This is an optimization exercise on Yosys and OpenROAD, whose aim is small area and a short achievable clock period, not a production implementation. RTL that was checked went through simulation tests only; none was proved equivalent to the original. Power is estimated from default activity; no workload was simulated.

==> inputs of run a <==
==> flow/design.v <==
module rank_filter (
    input  wire               clk,
    input  wire               rst,         
    input  wire [2:0]         rf_half,     
    input  wire               rf_mode,     
    input  wire [15:0]        rf_thresh,   
    input  wire               in_valid,
    input  wire signed [17:0] in_data,
    output reg                out_valid,
    output reg  signed [17:0] out_data,
    output reg                out_hit
);
    localparam integer M = 14;   
    localparam integer N = 15;   
    function lt18(input [17:0] a, input [17:0] b);
        reg [17:0] g, p;
        reg [8:0]  g1, p1;
        reg [2:0]  g2, p2;
        integer i;
        begin
            g = ~a & b;
            p = ~a | b;
            g[17] = a[17] & ~b[17];
            p[17] = a[17] | ~b[17];
            for (i = 0; i < 9; i = i + 1) begin
                g1[i] = g[2*i+1] | (p[2*i+1] & g[2*i]);
                p1[i] = p[2*i+1] & p[2*i];
            end
            for (i = 0; i < 3; i = i + 1) begin
                g2[i] = g1[3*i+2] | (p1[3*i+2] & (g1[3*i+1] | (p1[3*i+1] & g1[3*i])));
                p2[i] = p1[3*i+2] & p1[3*i+1] & p1[3*i];
            end
            lt18 = g2[2] | (p2[2] & (g2[1] | (p2[1] & g2[0])));
        end
    endfunction
    function lt4s(input [3:0] a, input [3:0] b);
        reg [3:0] g, p;
        begin
            g = ~a & b;
            p = ~a | b;
            g[3] = a[3] & ~b[3];
            p[3] = a[3] | ~b[3];
            lt4s = g[3] | (p[3] & (g[2] | (p[2] & (g[1] | (p[1] & g[0])))));
        end
    endfunction
    integer k;
    reg signed [17:0] x_q;
    reg        [15:0] th_q;
    reg               v0;
    reg               rst_q;
    reg        [2:0]  h_q;
    reg               mode_q;
    always @(posedge clk) begin
        x_q    <= in_data;
        th_q   <= rf_thresh;
        v0     <= in_valid & ~rst;
        rst_q  <= rst;
        h_q    <= rf_half;
        mode_q <= rf_mode;
    end
    reg [M-1:0] inwin;     
    always @(*)
        for (k = 0; k < M; k = k + 1)
            inwin[k] = (k < {h_q, 1'b0});
    reg signed [17:0] w [0:M-1];   
    reg        [M-1:0] fill;       
    reg        [3:0]   r [0:N-1];  
    reg        [3:0]   r_old;      
    reg [M-1:0] c;         
    reg [M-1:0] dn;        
    reg [M-1:0] em, e0, ep;
    reg [M-1:0] sel;       
    reg [3:0]   rn [0:M-1];
    always @(*) begin
        for (k = 0; k < M; k = k + 1) begin
            c[k]  = inwin[k] & (fill[k] ? lt18(x_q, w[k]) : x_q[17]);
            dn[k] = lt4s(r_old, r[k]);
            em[k] = inwin[k] & (r[k] == 4'b1111);
            e0[k] = inwin[k] & (r[k] == 4'b0000);
            ep[k] = inwin[k] & (r[k] == 4'b0001);
            sel[k] = c[k] ? (dn[k] ? e0[k] : em[k])
                          : (dn[k] ? ep[k] : e0[k]);
            rn[k] = r[k] + {{3{dn[k] & ~c[k]}}, c[k] ^ dn[k]};
        end
    end
    wire [1:0] p0 = c[0] + c[1];
    wire [1:0] p1 = c[2] + c[3];
    wire [1:0] p2 = c[4] + c[5];
    wire [1:0] p3 = c[6] + c[7];
    wire [1:0] p4 = c[8] + c[9];
    wire [1:0] p5 = c[10] + c[11];
    wire [1:0] p6 = c[12] + c[13];
    wire [2:0] q0 = p0 + p1;
    wire [2:0] q1 = p2 + p3;
    wire [2:0] q2 = p4 + p5;
    wire [3:0] s0 = q0 + q1;
    wire [3:0] s1 = q2 + p6;
    wire [3:0] rx = {1'b0, h_q} - s0 - s1;
    wire       sel_x = ~|sel;    
    reg signed [17:0] med;
    always @(*) begin
        med = sel_x ? x_q : 18'sd0;
        for (k = 0; k < M; k = k + 1)
            med = med | ((sel[k] & fill[k]) ? w[k] : 18'sd0);
    end
    wire signed [17:0] cen = fill[h_q - 3'd1] ? w[h_q - 3'd1] : 18'sd0;
    always @(posedge clk) begin
        if (v0) begin
            w[0] <= x_q;
            for (k = 1; k < M; k = k + 1)
                w[k] <= w[k-1];
        end
        if (rst_q) begin
            fill <= {M{1'b0}};
            for (k = 0; k < N; k = k + 1)
                r[k] <= k[3:0] - {1'b0, h_q};
            r_old <= {1'b0, h_q};
        end else if (v0) begin
            fill <= {fill[M-2:0], 1'b1};
            r[0] <= rx;
            for (k = 1; k < N; k = k + 1)
                r[k] <= rn[k-1];
            r_old <= rn[{h_q, 1'b0} - 4'd1];
        end
    end
    reg signed [17:0] med_q, cen_q;
    reg        [15:0] th2_q;
    reg               v1;
    always @(posedge clk) begin
        med_q <= med;
        cen_q <= cen;
        th2_q <= th_q;
        v1    <= v0 & ~rst;
    end
    wire signed [18:0] diff     = cen_q - med_q;
    wire               dneg     = diff[18];
    wire               upper_ok = (diff[17:16] == {2{dneg}});
    wire        [15:0] u        = diff[15:0] ^ {16{dneg}};
    wire        [16:0] tdiff    = {1'b0, th2_q} - {1'b0, u} - {16'd0, dneg};
    wire               keep     = mode_q & upper_ok & ~tdiff[16];
    wire signed [17:0] y        = keep ? cen_q : med_q;
    always @(posedge clk) begin
        out_valid <= v1 & ~rst;
        out_data  <= y;
        out_hit   <= ~keep & (diff != 19'd0);
    end
endmodule
==> flow/flow/run.sh <==
#!/bin/bash
# Layout flow: the standard ORFS flow (standard.sh, unchanged synthesis),
# with two changes in how the layout is made:
#  - timing repair aims for more setup slack than the clock needs, so the
#    critical paths are sized up instead of left at minimum size;
#  - the port buffers are buf_2 cells.
# The clock period, SDC and all constraints are the standard flow's.
set -euo pipefail
bash standard.sh \
  SETUP_SLACK_MARGIN=17.6 \
  BUFFER_PORTS_ARGS="-buffer_cell sky130_fd_sc_hd__buf_2" \
  finish > flow.log 2>&1
==> flow/standard.sh <==
#!/bin/bash
# synth_recipe.tcl (not shown) runs the flow's synth.tcl, then flattens the netlist and writes it again
# the make line also repeats each setting of config.mk as NAME=value (left out here)
make -C /OpenROAD-flow-scripts/flow DESIGN_CONFIG=/design/flow/config.mk WORK_HOME=/design/flow/orfs CLKGATE_MAP_FILE= SYNTH_SCRIPT=/design/flow/synth_recipe.tcl "${@:-finish}"
==> flow/config.mk <==
export PLATFORM = sky130hd
export DESIGN_NAME = rank_filter
export DESIGN_NICKNAME = rank_filter
export VERILOG_FILES = /design/flow/design.v
export SDC_FILE = /design/flow/constraint.sdc
export NUM_CORES = 4
export LEC_CHECK = 0
export CAP_MARGIN = 20
export CORE_MARGIN = 2
export CORE_UTILIZATION = 25
export PLACE_DENSITY = 0.45
export SLEW_MARGIN = 20
==> flow/constraint.sdc <==
create_clock -name core_clock -period 24.0 [get_ports {clk}]
set_input_delay 4.8000 -clock core_clock [delete_from_list [all_inputs] [get_ports {clk}]]
set_output_delay 4.8000 -clock core_clock [all_outputs]
set_load 0.01 [all_outputs]
==> run b: changes against run a <==
==> flow/design.v (replaced) <==
module rank_filter (
    input  wire               clk,
    input  wire               rst,         
    input  wire [2:0]         rf_half,     
    input  wire               rf_mode,     
    input  wire [15:0]        rf_thresh,   
    input  wire               in_valid,
    input  wire signed [17:0] in_data,
    output reg                out_valid,
    output reg  signed [17:0] out_data,
    output reg                out_hit
);
    localparam integer N = 15;   
    reg signed [17:0] x_q;
    reg        [15:0] th_q;
    reg               v0;
    reg               rst_q;
    reg        [2:0]  h_q;
    reg               mode_q;
    always @(posedge clk) begin
        x_q    <= in_data;
        th_q   <= rf_thresh;
        v0     <= in_valid & ~rst;
        rst_q  <= rst;
        h_q    <= rf_half;
        mode_q <= rf_mode;
    end
    reg signed [17:0] w    [0:N-1];    
    reg        [3:0]  r    [0:N-1];    
    reg        [N-1:0] fill;           
    reg  [N-1:0] inwin;    
    reg  [3:0]   r_old;    
    integer k;
    always @(*) begin
        for (k = 0; k < N; k = k + 1)
            inwin[k] = (k < {h_q, 1'b0});
        r_old = r[{h_q, 1'b0}];
    end
    reg  [N-1:0] c;
    reg  [N-1:0] dn;        
    reg  [3:0]   rn [0:N-1];
    reg  [N-1:0] sel;       
    always @(*) begin
        for (k = 0; k < N; k = k + 1) begin
            c[k]  = inwin[k] & (fill[k] ? (x_q < w[k]) : x_q[17]);
            dn[k] = (r_old < r[k]);
            rn[k] = r[k] - {3'b000, dn[k]} + {3'b000, c[k]};
            sel[k] = inwin[k] & (rn[k] == {1'b0, h_q});
        end
    end
    reg [3:0] pop;
    always @(*) begin
        pop = 4'd0;
        for (k = 0; k < N; k = k + 1)
            pop = pop + {3'b000, c[k]};
    end
    wire [3:0] rx    = {h_q, 1'b0} - pop;
    wire       sel_x = (pop == {1'b0, h_q});
    reg signed [17:0] med;
    always @(*) begin
        med = sel_x ? x_q : 18'sd0;
        for (k = 0; k < N; k = k + 1)
            med = med | ((sel[k] & fill[k]) ? w[k] : 18'sd0);
    end
    wire signed [17:0] cen = fill[h_q - 3'd1] ? w[h_q - 3'd1] : 18'sd0;
    always @(posedge clk) begin
        if (v0) begin
            w[0] <= x_q;
            for (k = 1; k < N; k = k + 1)
                w[k] <= w[k-1];
        end
        if (rst_q) begin
            fill <= {N{1'b0}};
            for (k = 0; k < N; k = k + 1)
                r[k] <= k[3:0];
        end else if (v0) begin
            fill <= {fill[N-2:0], 1'b1};
            r[0] <= rx;
            for (k = 1; k < N; k = k + 1)
                r[k] <= rn[k-1];
        end
    end
    reg signed [17:0] med_q, cen_q;
    reg        [15:0] th2_q;
    reg               v1;
    always @(posedge clk) begin
        med_q <= med;
        cen_q <= cen;
        th2_q <= th_q;
        v1    <= v0 & ~rst;
    end
    wire signed [18:0] diff    = cen_q - med_q;
    wire        [18:0] absdiff = diff[18] ? -diff : diff;
    wire               keep    = mode_q && (absdiff <= {3'b000, th2_q});
    wire signed [17:0] y       = keep ? cen_q : med_q;
    always @(posedge clk) begin
        out_valid <= v1 & ~rst;
        out_data  <= y;
        out_hit   <= ~keep & (med_q != cen_q);
    end
endmodule
==> flow/run.sh (new file) <==
#!/bin/bash
# synth_recipe.tcl (not shown) runs the flow's synth.tcl, then flattens the netlist and writes it again
# the make line also repeats each setting of config.mk as NAME=value (left out here)
make -C /OpenROAD-flow-scripts/flow DESIGN_CONFIG=/design/flow/config.mk WORK_HOME=/design/flow/orfs CLKGATE_MAP_FILE= SYNTH_SCRIPT=/design/flow/synth_recipe.tcl finish
removed: flow/flow/run.sh
removed: flow/standard.sh
==> run c: changes against run a <==
--- a/flow/design.v
+++ b/flow/design.v
@@ -49,18 +49,22 @@
     reg               v0;
     reg               rst_q;
-    reg        [2:0]  h_q;
     reg               mode_q;
+    reg        [7:0]  hsel;        
     always @(posedge clk) begin
+        for (k = 0; k < 8; k = k + 1)
+            hsel[k] <= (rf_half == k);
         x_q    <= in_data;
         th_q   <= rf_thresh;
         v0     <= in_valid & ~rst;
         rst_q  <= rst;
-        h_q    <= rf_half;
         mode_q <= rf_mode;
     end
+    wire [2:0] h_q = {hsel[4] | hsel[5] | hsel[6] | hsel[7],
+                      hsel[2] | hsel[3] | hsel[6] | hsel[7],
+                      hsel[1] | hsel[3] | hsel[5] | hsel[7]};
     reg [M-1:0] inwin;     
     always @(*)
         for (k = 0; k < M; k = k + 1)
-            inwin[k] = (k < {h_q, 1'b0});
+            inwin[k] = |(hsel[7:1] >> (k / 2));
     reg signed [17:0] w [0:M-1];   
     reg        [M-1:0] fill;       
@@ -69,32 +73,36 @@
     reg [M-1:0] c;         
     reg [M-1:0] dn;        
-    reg [M-1:0] em, e0, ep;
+    reg [3:0]   rm  [0:M-1];   
+    reg [3:0]   rn  [0:M-1];   
     reg [M-1:0] sel;       
-    reg [3:0]   rn [0:M-1];
     always @(*) begin
         for (k = 0; k < M; k = k + 1) begin
-            c[k]  = inwin[k] & (fill[k] ? lt18(x_q, w[k]) : x_q[17]);
-            dn[k] = lt4s(r_old, r[k]);
-            em[k] = inwin[k] & (r[k] == 4'b1111);
-            e0[k] = inwin[k] & (r[k] == 4'b0000);
-            ep[k] = inwin[k] & (r[k] == 4'b0001);
-            sel[k] = c[k] ? (dn[k] ? e0[k] : em[k])
-                          : (dn[k] ? ep[k] : e0[k]);
-            rn[k] = r[k] + {{3{dn[k] & ~c[k]}}, c[k] ^ dn[k]};
+            c[k]   = inwin[k] & (fill[k] ? lt18(x_q, w[k]) : x_q[17]);
+            dn[k]  = lt4s(r_old, r[k]);
+            rm[k]  = r[k] - {3'b000, dn[k]};
+            rn[k]  = rm[k] + {3'b000, c[k]};
+            sel[k] = inwin[k] & (c[k] ? (rm[k] == 4'b1111) : (rm[k] == 4'b0000));
         end
     end
-    wire [1:0] p0 = c[0] + c[1];
-    wire [1:0] p1 = c[2] + c[3];
-    wire [1:0] p2 = c[4] + c[5];
-    wire [1:0] p3 = c[6] + c[7];
-    wire [1:0] p4 = c[8] + c[9];
-    wire [1:0] p5 = c[10] + c[11];
-    wire [1:0] p6 = c[12] + c[13];
-    wire [2:0] q0 = p0 + p1;
-    wire [2:0] q1 = p2 + p3;
-    wire [2:0] q2 = p4 + p5;
-    wire [3:0] s0 = q0 + q1;
-    wire [3:0] s1 = q2 + p6;
-    wire [3:0] rx = {1'b0, h_q} - s0 - s1;
+    function [1:0] fa(input a, input b, input d);
+        fa = {(a & b) | (a & d) | (b & d), a ^ b ^ d};
+    endfunction
+    wire [13:0] nc  = ~c;
+    wire [3:0]  hp2 = {1'b0, h_q} + 4'd2;
+    wire [1:0] f0  = fa(nc[0],  nc[1],  nc[2]);
+    wire [1:0] f1  = fa(nc[3],  nc[4],  nc[5]);
+    wire [1:0] f2  = fa(nc[6],  nc[7],  nc[8]);
+    wire [1:0] f3  = fa(nc[9],  nc[10], nc[11]);
+    wire [1:0] f4  = fa(nc[12], nc[13], hp2[0]);
+    wire [1:0] f5  = fa(f0[0], f1[0], f2[0]);      
+    wire [1:0] f6  = fa(f0[1], f1[1], f2[1]);      
+    wire [1:0] f7  = fa(f3[1], f4[1], hp2[1]);     
+    wire [1:0] f8  = fa(f5[0], f3[0], f4[0]);      
+    wire [1:0] f9  = fa(f6[0], f7[0], f5[1]);      
+    wire [1:0] f10 = fa(f6[1], f7[1], hp2[2]);     
+    wire       b1  = f9[0] ^ f8[1];                
+    wire       k11 = f9[0] & f8[1];                
+    wire [1:0] f12 = fa(f10[0], f9[1], k11);       
+    wire [3:0] rx  = {hp2[3] ^ f10[1] ^ f12[1], f12[0], b1, f8[0]};
     wire       sel_x = ~|sel;    
     reg signed [17:0] med;
@@ -104,5 +112,10 @@
             med = med | ((sel[k] & fill[k]) ? w[k] : 18'sd0);
     end
-    wire signed [17:0] cen = fill[h_q - 3'd1] ? w[h_q - 3'd1] : 18'sd0;
+    reg [3:0] r_new;
+    always @(*) begin
+        r_new = 4'd0;
+        for (k = 1; k < 8; k = k + 1)
+            r_new = r_new | (hsel[k] ? rn[2*k-1] : 4'd0);
+    end
     always @(posedge clk) begin
         if (v0) begin
@@ -114,5 +127,5 @@
             fill <= {M{1'b0}};
             for (k = 0; k < N; k = k + 1)
-                r[k] <= k[3:0] - {1'b0, h_q};
+                r[k] <= k[0] ? -((k[3:0] + 4'd1) >> 1) : (k[3:0] >> 1);
             r_old <= {1'b0, h_q};
         end else if (v0) begin
@@ -121,23 +134,28 @@
             for (k = 1; k < N; k = k + 1)
                 r[k] <= rn[k-1];
-            r_old <= rn[{h_q, 1'b0} - 4'd1];
+            r_old <= r_new;
         end
     end
-    reg signed [17:0] med_q, cen_q;
+    reg signed [17:0] med_n;       
     reg        [15:0] th2_q;
     reg               v1;
     always @(posedge clk) begin
-        med_q <= med;
-        cen_q <= cen;
+        med_n <= ~med;
         th2_q <= th_q;
         v1    <= v0 & ~rst;
     end
-    wire signed [18:0] diff     = cen_q - med_q;
+    reg signed [17:0] cen;
+    always @(*) begin
+        cen = 18'sd0;
+        for (k = 0; k < 8; k = k + 1)
+            cen = cen | ((hsel[k] & fill[k]) ? w[k] : 18'sd0);
+    end
+    wire        [18:0] diff     = {cen[17], cen} + {med_n[17], med_n} + 19'd1;
     wire               dneg     = diff[18];
     wire               upper_ok = (diff[17:16] == {2{dneg}});
-    wire        [15:0] u        = diff[15:0] ^ {16{dneg}};
-    wire        [16:0] tdiff    = {1'b0, th2_q} - {1'b0, u} - {16'd0, dneg};
+    wire        [15:0] un       = ~(diff[15:0] ^ {16{dneg}});
+    wire        [16:0] tdiff    = {1'b0, th2_q} + {1'b1, un} + {16'd0, ~dneg};
     wire               keep     = mode_q & upper_ok & ~tdiff[16];
-    wire signed [17:0] y        = keep ? cen_q : med_q;
+    wire signed [17:0] y        = keep ? cen : ~med_n;
     always @(posedge clk) begin
         out_valid <= v1 & ~rst;
--- a/flow/flow/run.sh
+++ b/flow/flow/run.sh
@@ -8,5 +8,5 @@
 set -euo pipefail
 bash standard.sh \
-  SETUP_SLACK_MARGIN=17.6 \
+  SETUP_SLACK_MARGIN=18.1 \
   BUFFER_PORTS_ARGS="-buffer_cell sky130_fd_sc_hd__buf_2" \
   finish > flow.log 2>&1
--- a/flow/config.mk
+++ b/flow/config.mk
@@ -8,5 +8,7 @@
 export CAP_MARGIN = 20
 export CORE_MARGIN = 2
-export CORE_UTILIZATION = 25
-export PLACE_DENSITY = 0.45
+export CORE_UTILIZATION = 55
+export CTS_CLUSTER_DIAMETER = 80
+export CTS_CLUSTER_SIZE = 24
+export PLACE_DENSITY = 0.75
 export SLEW_MARGIN = 20
==> qor summary <==
metric	run c	run b	run a
Worst skew pair latency	0.61 ns	0.63 ns	0.68 ns
Post-synthesis share of cell area spent on xor and xnor gates	3.09%	3.16%	2.55%
Outcome	finished clean	finished clean	finished clean
Max stage delay on crit path	0.42 ns	0.94 ns	0.73 ns
Post-route total power	0.00203 W	0.00313 W	0.00327 W
Site row count	76	120	121
Clock-net power	0.000525 W	0.000802 W	0.000879 W
Fill cell instance count of the final layout	3514	11300	11300
Sequential cell count	426	439	439
Number of nets in the finished design	2536	3113	3006
CP Data Required Time	24.50 ns	24.57 ns	24.34 ns
Gr usage total	37.2%	15.0%	20.4%
Metal2 WL	37400 µm	39400 µm	50400 µm
Largest net degree at the start of global routing	89	151	166
Syn. warnings	5	4	4
Drt via density	7.05	4.78	5.60
Finished Layout Cells	2999	4112	4272
Launching element of the worst setup path	fill[6]	x_q[1]	x_q[4]
Post-CTS setup repair buffer count	41	0	3
Worst r2r dst	out_data[15]	med_q[8]	r[0][3]
Only the layout flow was run in run a; the RTL was not checked for function there.

[port drivers added, routing unchanged]
How much do the figures lean on ideal ports? The routed layouts below were timed once more, with nothing changed but the port constraints.
Step 1, drivers: a clkbuf_16 drives clk and a buf_2 each remaining input, both assumed.
Step 2 times the ports against the registers' clock, not the clock port: input delays grow and output delays shrink by t, the midpoint of the rising clock arrivals with the driver on.
Three values: ideal, step 1, step 2; two values: the first two.
run	t, ns	slack for setup (ns)	hold slack, ns	slew at the worst register clock pin (ns)	pins driven straight from the clock port
run a	0.713	17.863 / 17.863 / 17.863	0.327 / 0.327 / 0.327	0.07 / 0.07	1
run b	0.671	16.234 / 16.234 / 16.234	0.320 / 0.320 / 0.320	0.06 / 0.06	1
run c	0.661	18.024 / 18.024 / 18.024	0.336 / 0.336 / 0.336	0.10 / 0.10	1
After both steps setup and hold are still met in every run listed.
